This is an optimization exercise on Yosys and OpenROAD, whose aim is small area, a short achievable clock period and few clock cycles, not a production implementation. In this exercise RTL edits were held to simulation tests only and were not proved equivalent to the original. Power figures rest on the tool's default switching activity, not on a simulated workload.

==> run K: inputs <==
// acu_check
module acu_check (
    input  wire        clk,
    input  wire        rst,
    input  wire        req_valid,
    output wire        req_ready,
    input  wire [63:0] req_addr,
    input  wire [12:0] req_len,        
    input  wire [1:0]  req_kind,       
    input  wire [1:0]  req_dir,        
    input  wire [11:0] req_binding,
    input  wire [7:0]  req_vh,
    output reg         run_valid,
    input  wire        run_ready,
    output reg  [63:0] run_addr,
    output reg  [12:0] run_len,
    output reg         run_ok,
    output reg         run_last,
    output reg         run_viol,       
    output reg         run_split,      
    input  wire        reg_we,
    input  wire [12:0] reg_addr,
    input  wire [31:0] reg_wdata,
    output reg  [31:0] reg_rdata
);
    localparam NRULES = 16;
    reg              cfg_enable;
    reg  [2:0]       evt;              
    reg              fv_valid;
    reg  [1:0]       fv_dir;
    reg              fv_write;
    reg  [12:0]      fv_len;
    reg  [11:0]      fv_binding;
    reg  [63:0]      fv_addr;
    reg  [3:0]       fv_rule;
    reg  [7:0]       fv_vh;
    reg  [31:0]      viol_cnt;
    reg  [31:0]      split_cnt;
    reg  [31:0]      tail_cnt;
    reg  [2:0]       cnt_ovf;
    reg              rule_valid [0:NRULES-1];
    reg  [1:0]       rule_scope [0:NRULES-1];
  ...
export LEC_CHECK = 0
export CAP_MARGIN = 30
export CORE_MARGIN = 2
export CORE_UTILIZATION = 35
export CTS_BUF_LIST = sky130_fd_sc_hd__clkbuf_8
export SETUP_SLACK_MARGIN = 3.0
export SLEW_MARGIN = 30
create_clock -name core_clock -period 11.0 [get_ports {clk}]
run.sh (not shown) runs the stock make flow with config.mk's settings and CLKGATE_MAP_FILE= SYNTH_SCRIPT=/design/flow/synth_recipe.tcl, a recipe that flattens the netlist after the stock synthesis.
==> run F: changes against run K <==
==> flow/config.mk (replaced) <==
export PLATFORM = sky130hd
export DESIGN_NAME = acu_check
export DESIGN_NICKNAME = acu_check
export VERILOG_FILES = /design/flow/design.v
export SDC_FILE = /design/flow/constraint.sdc
export NUM_CORES = 4
export LEC_CHECK = 0
export CAP_MARGIN = 20
export CORE_MARGIN = 2
export CORE_UTILIZATION = 35
export SETUP_SLACK_MARGIN = 4.0
export SLEW_MARGIN = 20
==> run X: changes against run K <==
--- a/flow/design.v
+++ b/flow/design.v
@@ -88,75 +88,61 @@
                 10'h011: rd_ctl = split_cnt;
                 10'h012: rd_ctl = tail_cnt;
                 10'h03F: rd_ctl = {29'd0, cnt_ovf};
                 default: rd_ctl = 32'd0;
             endcase
         end
         reg_rdata = rd_rule | rd_ctl;
     end
-    function [1:0] cmp26;
-        input [25:0] a;
-        input [25:0] b;
-        reg   [31:0] lt, eq;
-        integer t, w;
-        begin
-            lt = 32'd0;
-            eq = {32{1'b1}};
-            for (t = 0; t < 26; t = t + 1) begin
-                lt[t] = ~a[t] & b[t];
-                eq[t] = ~(a[t] ^ b[t]);
-            end
-            for (w = 1; w < 32; w = w * 2)
-                for (t = 0; t < 32; t = t + 2 * w) begin
-                    lt[t] = lt[t+w] | (eq[t+w] & lt[t]);
-                    eq[t] = eq[t+w] & eq[t];
-                end
-            cmp26 = {lt[0], eq[0]};
-        end
-    endfunction
     wire [25:0] p_hi = req_addr[63:38];      
     wire [25:0] p_lo = req_addr[37:12];
     wire        p_hi_z = (p_hi == 26'd0);
     wire        p_lo_z = (p_lo == 26'd0);
     reg  [NRULES-1:0] e_act;         
     reg  [NRULES-1:0] e_beq;         
     reg  [NRULES-1:0] e_leq;         
     reg        bh_lt, bh_eq, bl_lt, bl_eq, lh_gt, lh_eq, ll_gt, ll_eq;
-    reg  [1:0] c_bh, c_bl, c_lh, c_ll;
     reg        b_le, l_ge, sc_ok, dir_ok;
     integer i;
     always @(*) begin
         for (i = 0; i < NRULES; i = i + 1) begin
-            c_bh  = cmp26(rule_bh[i], p_hi);
-            c_bl  = cmp26(rule_bl[i][31:6], p_lo);
-            c_lh  = cmp26(p_hi, rule_lh[i]);
-            c_ll  = cmp26(p_lo, rule_ll[i][31:6]);
-            bh_lt = wr_bh[i] ? c_bh[1] : !p_hi_z;
-            bh_eq = wr_bh[i] ? c_bh[0] : p_hi_z;
-            bl_lt = wr_bl[i] ? c_bl[1] : !p_lo_z;
-            bl_eq = wr_bl[i] ? c_bl[0] : p_lo_z;
-            lh_gt = wr_lh[i] ? c_lh[1] : 1'b0;
-            lh_eq = wr_lh[i] ? c_lh[0] : p_hi_z;
-            ll_gt = wr_ll[i] ? c_ll[1] : 1'b0;
-            ll_eq = wr_ll[i] ? c_ll[0] : p_lo_z;
+            bh_lt = wr_bh[i] ? (rule_bh[i] < p_hi)        : !p_hi_z;
+            bh_eq = wr_bh[i] ? (rule_bh[i] == p_hi)       : p_hi_z;
+            bl_lt = wr_bl[i] ? (rule_bl[i][31:6] < p_lo)  : !p_lo_z;
+            bl_eq = wr_bl[i] ? (rule_bl[i][31:6] == p_lo) : p_lo_z;
+            lh_gt = wr_lh[i] ? (rule_lh[i] > p_hi)        : 1'b0;
+            lh_eq = wr_lh[i] ? (rule_lh[i] == p_hi)       : p_hi_z;
+            ll_gt = wr_ll[i] ? (rule_ll[i][31:6] > p_lo)  : 1'b0;
+            ll_eq = wr_ll[i] ? (rule_ll[i][31:6] == p_lo) : p_lo_z;
             b_le  = bh_lt | (bh_eq & (bl_lt | bl_eq));
             l_ge  = lh_gt | (lh_eq & (ll_gt | ll_eq));
             sc_ok = (rule_scope[i] == 2'd0)
                   | ((rule_scope[i] == 2'd1) & (rule_sid[i] == {4'd0, req_vh}))
                   | ((rule_scope[i] == 2'd2) & (rule_sid[i] == req_binding));
             dir_ok = (rule_dir[i] == 2'd0) | (rule_dir[i] == req_dir);
             e_act[i] = cfg_enable & rule_valid[i] & sc_ok & dir_ok & b_le & l_ge;
             e_beq[i] = bh_eq & bl_eq & wr_bl[i];
             e_leq[i] = lh_eq & ll_eq;
         end
     end
     wire [12:0] e_end  = {1'b0, req_addr[11:0]} + req_len;    
     wire [12:0] e_endm = e_end - 13'd1;
-    wire [5:0]  e_last = e_endm[11:6];
+    reg               r_valid;
+    reg  [NRULES-1:0] r_act;
+    reg  [NRULES-1:0] r_beq;
+    reg  [NRULES-1:0] r_leq;
+    reg  [51:0]       r_page;
+    reg  [11:0]       r_start;
+    reg  [12:0]       r_end;
+    reg  [5:0]        r_last;
+    reg  [1:0]        r_kind;
+    reg  [1:0]        r_dir;
+    reg  [11:0]       r_binding;
+    reg  [7:0]        r_vh;
     reg               w_valid;
     reg  [NRULES-1:0] w_act;
     reg  [NRULES-1:0] w_beq;
     reg  [NRULES-1:0] w_leq;
     reg  [51:0]       w_page;
     reg  [11:0]       w_start;       
     reg  [12:0]       w_end;         
     reg  [5:0]        w_last;        
@@ -213,23 +199,23 @@
     wire [12:0] len_fin = w_end - {1'b0, o_start};
     wire [12:0] len_e   = {1'b0, w_blk, 6'd0} - {1'b0, o_start};
     wire [12:0] len_g   = {1'b0, wg, 9'd0} - {1'b0, o_start};
     wire [12:0] len_c   = len_g + {4'd0, cpos, 6'd0};
     wire [12:0] r_len   = last_run ? len_fin : early ? len_e : len_c;
     wire out_free = ~run_valid | run_ready;
     wire go       = w_valid & (~emit | out_free);
     wire done     = go & emit & last_run;
-    assign req_ready = ~w_valid | done;
-    wire take     = req_valid & req_ready;
-    wire [NRULES-1:0] s_act  = req_ready ? e_act  : w_act;
-    wire [NRULES-1:0] s_beq  = req_ready ? e_beq  : w_beq;
-    wire [NRULES-1:0] s_leq  = req_ready ? e_leq  : w_leq;
-    wire [1:0]        s_kind = req_ready ? req_kind : w_kind;
-    wire [2:0]        s_grp  = req_ready ? req_addr[11:9] : gnext;
+    wire take     = r_valid & (~w_valid | done);         
+    assign req_ready = ~r_valid | take;
+    wire [NRULES-1:0] s_act  = take ? r_act  : w_act;
+    wire [NRULES-1:0] s_beq  = take ? r_beq  : w_beq;
+    wire [NRULES-1:0] s_leq  = take ? r_leq  : w_leq;
+    wire [1:0]        s_kind = take ? r_kind : w_kind;
+    wire [2:0]        s_grp  = take ? r_start[11:9] : gnext;
     reg  [5:0]        slo, shi;
     reg               sok, lo_lt, lo_eq, hi_gt, hi_eq;
     reg  [7:0]        cov;
     reg  [7:0]        vb;
     integer j, kk;
     always @(*) begin
         vb = 8'hFF;
         for (j = NRULES - 1; j >= 0; j = j - 1) begin
@@ -257,34 +243,34 @@
     reg  [5:0]        rhi1;
     reg  [NRULES-1:0] rok;
     reg  [NRULES:0]   forb_above;    
     reg               edge_ok;
     reg  [7:0]        gm;
     integer g;
     always @(*) begin
         for (g = 0; g < NRULES; g = g + 1) begin
-            rlo[g] = e_beq[g] ? rule_bl[g][5:0] : 6'd0;
-            rhi[g] = e_leq[g] ? (rule_ll[g][5:0] & {6{wr_ll[g]}}) : 6'd63;
-            case (req_kind)
+            rlo[g] = r_beq[g] ? rule_bl[g][5:0] : 6'd0;
+            rhi[g] = r_leq[g] ? (rule_ll[g][5:0] & {6{wr_ll[g]}}) : 6'd63;
+            case (r_kind)
                 2'd0:       rok[g] = rule_rd[g];
                 2'd1, 2'd2: rok[g] = rule_wr[g];
                 default:    rok[g] = rule_rd[g] & rule_wr[g];
             endcase
         end
         forb_above[NRULES] = 1'b0;
         for (g = NRULES - 1; g >= 0; g = g - 1)
-            forb_above[g] = forb_above[g+1] | (e_act[g] & ~rok[g]);
+            forb_above[g] = forb_above[g+1] | (r_act[g] & ~rok[g]);
         gm = 8'd0;
         for (g = 0; g < NRULES; g = g + 1) begin
-            edge_ok = e_act[g] & (~rok[g] | forb_above[g+1]);
+            edge_ok = r_act[g] & (~rok[g] | forb_above[g+1]);
             rhi1 = rhi[g] + 6'd1;
-            if (edge_ok && rlo[g] <= e_last)
+            if (edge_ok && rlo[g] <= r_last)
                 gm = gm | (8'd1 << rlo[g][5:3]);
-            if (edge_ok && rhi[g] < e_last)
+            if (edge_ok && rhi[g] < r_last)
                 gm = gm | (8'd1 << rhi1[5:3]);
         end
     end
     reg  [5:0]        plo, phi;
     reg  [3:0]        pick;
     wire [5:0]        pblk = o_start[11:6];
     integer p;
     always @(*) begin
@@ -311,27 +297,40 @@
                            : 1'b0;
     wire [12:0] f_forb     = r_ok ? v_forb : sf_fin;
     wire [12:0] f_tail     = s_new_forb ? len_fin : (w_end - {1'b0, v_first});
     wire [12:0] f_flen     = (w_kind == 2'd1) ? f_forb
                            : (w_kind == 2'd0) ? f_tail
                            : (w_end - {1'b0, w_start});
     always @(posedge clk) begin
         if (req_ready) begin
-            w_page    <= req_addr[63:12];
-            w_start   <= req_addr[11:0];
-            w_end     <= e_end;
-            w_last    <= e_last;
-            w_kind    <= req_kind;
-            w_dir     <= req_dir;
-            w_binding <= req_binding;
-            w_vh      <= req_vh;
-            w_act     <= e_act;
-            w_beq     <= e_beq;
-            w_leq     <= e_leq;
+            r_page    <= req_addr[63:12];
+            r_start   <= req_addr[11:0];
+            r_end     <= e_end;
+            r_last    <= e_endm[11:6];
+            r_kind    <= req_kind;
+            r_dir     <= req_dir;
+            r_binding <= req_binding;
+            r_vh      <= req_vh;
+            r_act     <= e_act;
+            r_beq     <= e_beq;
+            r_leq     <= e_leq;
+        end
+        if (take) begin
+            w_page    <= r_page;
+            w_start   <= r_start;
+            w_end     <= r_end;
+            w_last    <= r_last;
+            w_kind    <= r_kind;
+            w_dir     <= r_dir;
+            w_binding <= r_binding;
+            w_vh      <= r_vh;
+            w_act     <= r_act;
+            w_beq     <= r_beq;
+            w_leq     <= r_leq;
             w_gm      <= gm;
         end
     end
     always @(posedge clk) begin
         if (go) begin
             if (emit) begin
                 run_addr   <= {w_page, o_start};
                 run_len    <= r_len;
@@ -351,41 +350,44 @@
                 w_blk      <= r_eblk;
             end else begin
                 w_cont     <= 1'b1;
                 o_ok       <= r_ok;
                 w_blk      <= {gnext, 3'd0};
                 w_vb       <= vb;
             end
         end
-        if (req_ready) begin
-            w_blk      <= req_addr[11:6];
+        if (take) begin
+            w_blk      <= r_start[11:6];
             w_cont     <= 1'b0;
-            o_start    <= req_addr[11:0];
+            o_start    <= r_start;
             v_none     <= 1'b1;
             v_any      <= 1'b0;
             v_first_ok <= 1'b0;
             v_any_ok   <= 1'b0;
             v_forb     <= 13'd0;
             w_vb       <= vb;
         end
     end
     always @(posedge clk) begin
         if (rst) begin
+            r_valid   <= 1'b0;
             w_valid   <= 1'b0;
             run_valid <= 1'b0;
         end else begin
             if (run_valid && run_ready)
                 run_valid <= 1'b0;
             if (go && emit)
                 run_valid <= 1'b1;
             if (done)
                 w_valid <= 1'b0;
+            if (take)
+                w_valid <= 1'b1;
             if (req_ready)
-                w_valid <= req_valid;
+                r_valid <= req_valid;
         end
     end
     wire fin_viol = done & s_any;
     always @(posedge clk) begin
         if (rst) begin
             cfg_enable <= 1'b1;
             evt        <= 3'd0;
             fv_valid   <= 1'b0;
==> flow/config.mk (replaced) <==
export PLATFORM = sky130hd
export DESIGN_NAME = acu_check
export DESIGN_NICKNAME = acu_check
export VERILOG_FILES = /design/flow/design.v
export SDC_FILE = /design/flow/constraint.sdc
export NUM_CORES = 4
export LEC_CHECK = 0
export CAP_MARGIN = 20
export CORE_MARGIN = 2
export CORE_UTILIZATION = 35
export SETUP_SLACK_MARGIN = 4.0
export SLEW_MARGIN = 20
==> qor summary <==
| quantity | run K | run F | run X |
|---|---|---|---|
| Worst Path Arrival | 6180 ps | 6150 ps | 5640 ps |
| DRC marker count from the first detailed-route iteration | 29720 | 29520 | 33550 |
| Initial Util | 35.14% | 35.14% | 35.06% |
| Clk Tree Root Cell | sky130_fd_sc_hd__clkbuf_8 | sky130_fd_sc_hd__clkbuf_16 | sky130_fd_sc_hd__clkbuf_16 |
| Fraction of final layout cells with drive strength greater than 1 | 16.89% | 21.47% | 16.76% |
| Num sequential | 2759 | 2759 | 2915 |
| Worst Hold End | fv_addr[58]$_SDFFE_PP0P_ | fv_vh[7]$_SDFFE_PP0P_ | w_page[24]$_DFFE_PP_ |
| Post-synthesis share of cell area spent on xor and xnor gates | 2.675% | 2.675% | 2.720% |
| Post-placement worst setup slack | 672.3 ps | 324.5 ps | 903.1 ps |
| Internal Pwr Total | 20240 µW | 22230 µW | 21940 µW |
| Total number of vias | 173200 | 172300 | 175600 |
| Comb power | 8790 µW | 9380 µW | 6500 µW |
| Area fraction in and, or, nand and nor cells after synthesis | 13.68% | 13.68% | 13.75% |
| Vertical die dimension | 708.2 µm | 708.2 µm | 712.0 µm |
| Sequential cell area fraction in the yosys report | 45.65% | 45.65% | 47.82% |
| Setup slack of the most critical reg-to-reg path | 3160 ps | 4100 ps | 4020 ps |
| # clk buffers | 564 | 423 | 416 |
| VDD IR-drop max | 0.0003282 V | 0.0002220 V | 0.0001534 V |
| Met1 Resource Use GR | 59.72% | 57.95% | 63.01% |
| Largest stage delay on the critical path | 540 ps | 720 ps | 860 ps |
| Unique masters post-synth | 102 | 102 | 107 |
| Launching instance or port of the critical path | reg_addr[2] | reg_addr[6] | reg_addr[4] |
| Result of the run | no timing/DRC/antenna violations | no timing/DRC/antenna violations | finished with violations |
| Layout check failures | - | - | capacitance limit, slew limit |
| Library cell contributing the largest single delay on the critical path | sky130_fd_sc_hd__or4_4 | sky130_fd_sc_hd__nand4_1 | sky130_fd_sc_hd__a222oi_1 |
Testbench counts of run K, summed over its fixed seeds: cycles 2,640.
Testbench counts of run F, summed over its fixed seeds: cycles 2,640.
Testbench counts of run X, summed over its fixed seeds: cycles 2,648.

## static timing again, ports no longer ideal
In the flow no input, the clock included, has a driving cell. The finished layouts below were timed again as built, in two steps.
Step 1: set_driving_cell puts a clkbuf_16 on clk and a buf_2 on each other input, an assumption about the parent block.
Step 2, shift: input delay + t, output delay - t, t = (earliest + latest rising clock arrival at the registers) / 2. This alone moves slack from input paths to output paths.
Slacks: ideal / step 1 / step 2; pairs: ideal / step 1.
| run | shift t [ns] | slack for setup (ns) | worst hold slack (ns) | worst setup path after step 2 | clock arrival spread, ns |
|---|---|---|---|---|---|
| run K | 1.450 | 2.623 / 2.574 / 1.315 | 0.458 / 0.458 / 0.458 | input to register | 0.120 / 0.120 |
| run F | 1.185 | 2.652 / 2.579 / 2.413 | 0.452 / 0.452 / 0.452 | input to register | 0.159 / 0.159 |
| run X | 1.187 | 3.161 / 2.987 / 2.336 | 0.410 / 0.410 / 0.410 | input to register | 0.123 / 0.123 |
The setup slack of run K, which loses most, moves by -0.049 ns with the drivers and by -1.308 ns with both steps.
